Background: an optimization exercise with open tools, aiming at small area, a short achievable clock period and few clock cycles per item. Do not read the settings as production practice. Function was checked by simulation only, so behaviour that the tests miss may differ from the original. Power is estimated from default activity; no workload was simulated.

==> flow/design.v (excerpt) <==
module sigbox (
    input  wire        clk,
    input  wire        rst,
    input  wire        acc_valid,
    output wire        acc_ready,
    input  wire [39:0] acc_addr,
    input  wire [15:0] acc_len,
    input  wire [1:0]  acc_kind,     
    input  wire [3:0]  acc_init,
    input  wire [1:0]  acc_pl,
    input  wire [31:0] acc_wdata,
    output reg         resp_valid,
    output reg         resp_allowed,
    output reg         resp_err,
    output wire [7:0]  resp_slot,
    output reg  [15:0] resp_part_len,
    output reg         resp_split,
    output reg  [31:0] resp_rdata,
    output reg  [3:0]  resp_evt
);
Size in the first run: roughly 5000 cells after synthesis, roughly 1500 flip-flops, roughly 160 I/O pins, roughly 0.061 mm² of cells after synthesis.
Settings: LEC_CHECK=0, CAP_MARGIN=20, CORE_MARGIN=2, CORE_UTILIZATION=40, SLEW_MARGIN=20; clock period 13.0 ns.
standard.sh (not shown) runs the stock make flow with config.mk's settings and CLKGATE_MAP_FILE= SYNTH_SCRIPT=/design/flow/synth_recipe.tcl, a recipe that flattens the netlist after the stock synthesis.
==> flow/flow/run.sh <==
#!/bin/bash
# Layout: the standard flow (standard.sh, with its synthesis unchanged),
# with timing repair aimed below the 13 ns clock period at the worst paths
# only, smaller repair margins for slew and load, a denser core, plain
# buffers on the ports, and a clock tree of fewer, larger clusters. The ORFS
# logs of each step are under orfs/logs; make's own output goes to
# standard.log.
set -euo pipefail
bash standard.sh \
  SETUP_SLACK_MARGIN=9.3 \
  TNS_END_PERCENT=0 \
  CAP_MARGIN=10 \
  SLEW_MARGIN=10 \
  CORE_UTILIZATION=65 \
  "BUFFER_PORTS_ARGS=-buffer_cell sky130_fd_sc_hd__buf_2" \
  "CTS_ARGS=-sink_clustering_enable -repair_clock_nets -dont_use_dummy_load -buf_list sky130_fd_sc_hd__clkbuf_16 -sink_clustering_size 25 -sink_clustering_max_diameter 80" \
  finish > standard.log 2>&1
Testbench counts at the start, summed over its fixed seeds: cycles 32,024, items 32,000.
Rerun with:
--- a/flow/design.v
+++ b/flow/design.v
@@ -189,46 +189,51 @@
     reg [15:0] a_len;
     reg [1:0]  a_kind;
     reg [3:0]  a_init;
     reg [1:0]  a_pl;
     reg [31:0] a_wdata;
     reg [5:0]  a_slot;
     reg        a_split;
     reg [1:0]  a_end;                
     reg        a_allow, a_fwd_sel, a_fwd_bit;
     reg        a_eq0, a_eqp;
     reg [2:0]  a_pos;
     reg [7:0]  a_poh;
+    wire [7:0] in_lw = 8'h1 << i_addr[4:2];
+    reg [15:0] a_mw;                 
+    reg [7:2]  a_lw;                 
     reg        a_val0, a_val1;
     always @(posedge clk) begin
         if (rst)
             a_v <= 1'b0;
         else
             a_v <= i_valid;
         a_addr    <= i_addr;
         a_len     <= i_len;
         a_kind    <= i_kind;
         a_init    <= i_init;
         a_pl      <= i_pl;
         a_wdata   <= i_wdata;
         a_slot    <= in_slot;
         a_split   <= in_split;
         a_end     <= {in_16k, in_4k};
         a_allow   <= in_allow;
         a_fwd_sel <= (in_slot == sel_q);
         a_fwd_bit <= in_fwd_bit;
         a_eq0     <= in_eq0;
         a_eqp     <= in_eqp;
         a_pos     <= in_pos;
         a_poh     <= 8'b1 << in_pos;
+        a_mw      <= (i_addr[15:6] == 10'h0) ? (16'h1 << i_addr[5:2]) : 16'h0;
+        a_lw      <= (i_addr[15:8] == 8'h10) ? in_lw[7:2] : 6'h0;
         a_val0    <= in_val0;
         a_val1    <= in_val1;
     end
     wire allowed = (acc_q && a_fwd_sel) ? a_fwd_bit : a_allow;
     wire [15:0] end_off  = a_end[1] ? 16'h4000 : a_end[0] ? 16'h1000 : 16'h0000;
     wire [15:0] part_len = a_split ? end_off - a_addr[15:0] : a_len;
     wire posted_write = (a_kind == 2'd1) && (a_init != 4'd4);
     wire host_read    = (a_kind == 2'd0) && (a_init == 4'd5);
     wire err          = !allowed && !posted_write && !host_read;
     wire        reg_hit  = a_v && allowed && (a_slot == 6'd12);
     wire        reg_rd   = reg_hit && (a_kind == 2'd0);
     wire        reg_wr   = reg_hit && (a_kind == 2'd1);
@@ -377,61 +382,49 @@
             r_len   = r_len   | ({16{rd_oh[m]}} & lg_len[m]);
             r_rep   = r_rep   | ({16{rd_oh[m]}} & lg_repeat[m]);
             r_gen   = r_gen   | ({32{rd_oh[m]}} & lg_gen[m]);
             r_kind  = r_kind  | ({2{rd_oh[m]}}  & lg_kind[m]);
             r_pl    = r_pl    | ({2{rd_oh[m]}}  & lg_pl[m]);
             r_init  = r_init  | ({4{rd_oh[m]}}  & lg_init[m]);
             r_split = r_split | (rd_oh[m] & lg_split[m]);
         end
     end
     wire        r_post  = (r_kind == 2'd1) && (r_init != 4'd4);
     wire [5:0]  r_slot  = slot_of(r_addr);
     wire [31:0] r_seq   = seq_q - {29'h0, rd_pos};
-    reg [31:0] log_word;
-    always @(*) begin
-        case (a_addr[4:2])
-            3'd2: log_word = r_addr[31:0];
-            3'd3: log_word = {24'h0, r_addr[39:32]};
-            3'd4: log_word = r_seq;
-            3'd5: log_word = {4'h0, r_init, {2{&r_slot}}, r_slot, r_len};
-            3'd6: log_word = {r_rep, 3'b000, {1'b0, r_split, r_post, r_kind}, 6'h00, r_pl};
-            3'd7: log_word = r_gen;
-            default: log_word = 32'h0;    
-        endcase
-    end
+    wire [31:0] log_word =
+        ({32{a_lw[2]}} & r_addr[31:0]) |
+        ({32{a_lw[3]}} & {24'h0, r_addr[39:32]}) |
+        ({32{a_lw[4]}} & r_seq) |
+        ({32{a_lw[5]}} & {4'h0, r_init, {2{&r_slot}}, r_slot, r_len}) |
+        ({32{a_lw[6]}} & {r_rep, 3'b000, {1'b0, r_split, r_post, r_kind}, 6'h00, r_pl}) |
+        ({32{a_lw[7]}} & r_gen);
     wire [39:0] sel_base = slot_base(sel_q);
     wire [31:0] sel_size = slot_size(sel_q);
-    reg  [31:0] main_word;
-    always @(*) begin
-        case (a_addr[5:2])
-            4'd0:  main_word = {26'h0, sel_q};
-            4'd1:  main_word = sel_rsv ? 32'h0 : {sel_lock, 19'h0, sel_rule};
-            4'd2:  main_word = {20'h0, sel_ceil};
-            4'd4:  main_word = sel_base[31:0];
-            4'd5:  main_word = {24'h0, sel_base[39:32]};
-            4'd6:  main_word = sel_size;
-            4'd8:  main_word = lock_q[31:0];
-            4'd9:  main_word = lock_q[63:32];
-            4'd10: main_word = gen_q;
-            4'd12: main_word = gen_q;
-            4'd13: main_word = {29'h0, err_q};
-            4'd14: main_word = seq_q;
-            default: main_word = 32'h0;
-        endcase
-    end
+    wire [31:0] main_word =
+        ({32{a_mw[0]}}  & {26'h0, sel_q}) |
+        ({32{a_mw[1] & !sel_rsv}} & {sel_lock, 19'h0, sel_rule}) |
+        ({32{a_mw[2]}}  & {20'h0, sel_ceil}) |
+        ({32{a_mw[4]}}  & sel_base[31:0]) |
+        ({32{a_mw[5]}}  & {24'h0, sel_base[39:32]}) |
+        ({32{a_mw[6]}}  & sel_size) |
+        ({32{a_mw[8]}}  & lock_q[31:0]) |
+        ({32{a_mw[9]}}  & lock_q[63:32]) |
+        ({32{a_mw[10] | a_mw[12]}} & gen_q) |
+        ({32{a_mw[13]}} & {29'h0, err_q}) |
+        ({32{a_mw[14]}} & seq_q);
     reg [6:0] slot_q;
     assign resp_slot = {slot_q[6], slot_q};
     always @(posedge clk) begin
         if (rst)
             resp_valid <= 1'b0;
         else
             resp_valid <= a_v;
         resp_allowed  <= allowed;
         resp_err      <= err;
         slot_q        <= {&a_slot, a_slot};
         resp_part_len <= part_len;
         resp_split    <= a_split;
         resp_evt      <= {new_lock, rule_refuse, rule_accept, new_entry};
-        resp_rdata    <= (reg_rd && main_off) ? main_word :
-                         (reg_rd && log_off && rd_val) ? log_word : 32'h0;
+        resp_rdata    <= {32{reg_rd}} & (main_word | ({32{rd_val}} & log_word));
     end
 endmodule
After rerunning: Sequential share of layout area rises by 0.92 points; worst setup slack loses 0.0081 ns; wire length falls by 3.8%; worst hold slack gains 0.011 ns; total power falls by 0.42%; final cell count falls by 1.5%; combinational power falls by 11%; synthesized cell count falls by 1.7%; final area falls by 0.65%; maximum frequency hardly moves; die area falls by 1.3%; synthesized area falls by 1.3%; via count falls by 2.3%; utilization rises by 0.60 points.
Testbench counts after the change, summed over its fixed seeds: cycles 32,024, items 32,000.

## re-timing with driven ports
No port has a modelled driver above. Below, the same layouts with a new extraction and two added sets of constraints. Step 1 (the two cells are an assumption about what drives the block):
set clk [get_ports {clk}]
set_driving_cell -lib_cell sky130_fd_sc_hd__clkbuf_16 $clk
set_driving_cell -lib_cell sky130_fd_sc_hd__buf_2 [delete_from_list [all_inputs] $clk]
Step 2, shift: input delay + t, output delay - t, t = (earliest + latest rising clock arrival at the registers) / 2. This alone moves slack from input paths to output paths. a / b / c = no drivers / after step 1 / after step 2; a / b = the first two.
run	shift t [ns]	slack for setup (ns)	clock arrival spread, ns	worst slew at a driven data input, ns
the first run	0.743	9.103 / 9.064 / 8.523	0.058 / 0.058	0.05
the second run	0.739	9.095 / 9.030 / 8.621	0.078 / 0.078	0.08
After both steps setup and hold are still met in every run listed. For the first run, which loses most, drivers alone change the setup slack by -0.039 ns; drivers and shift together by -0.580 ns.
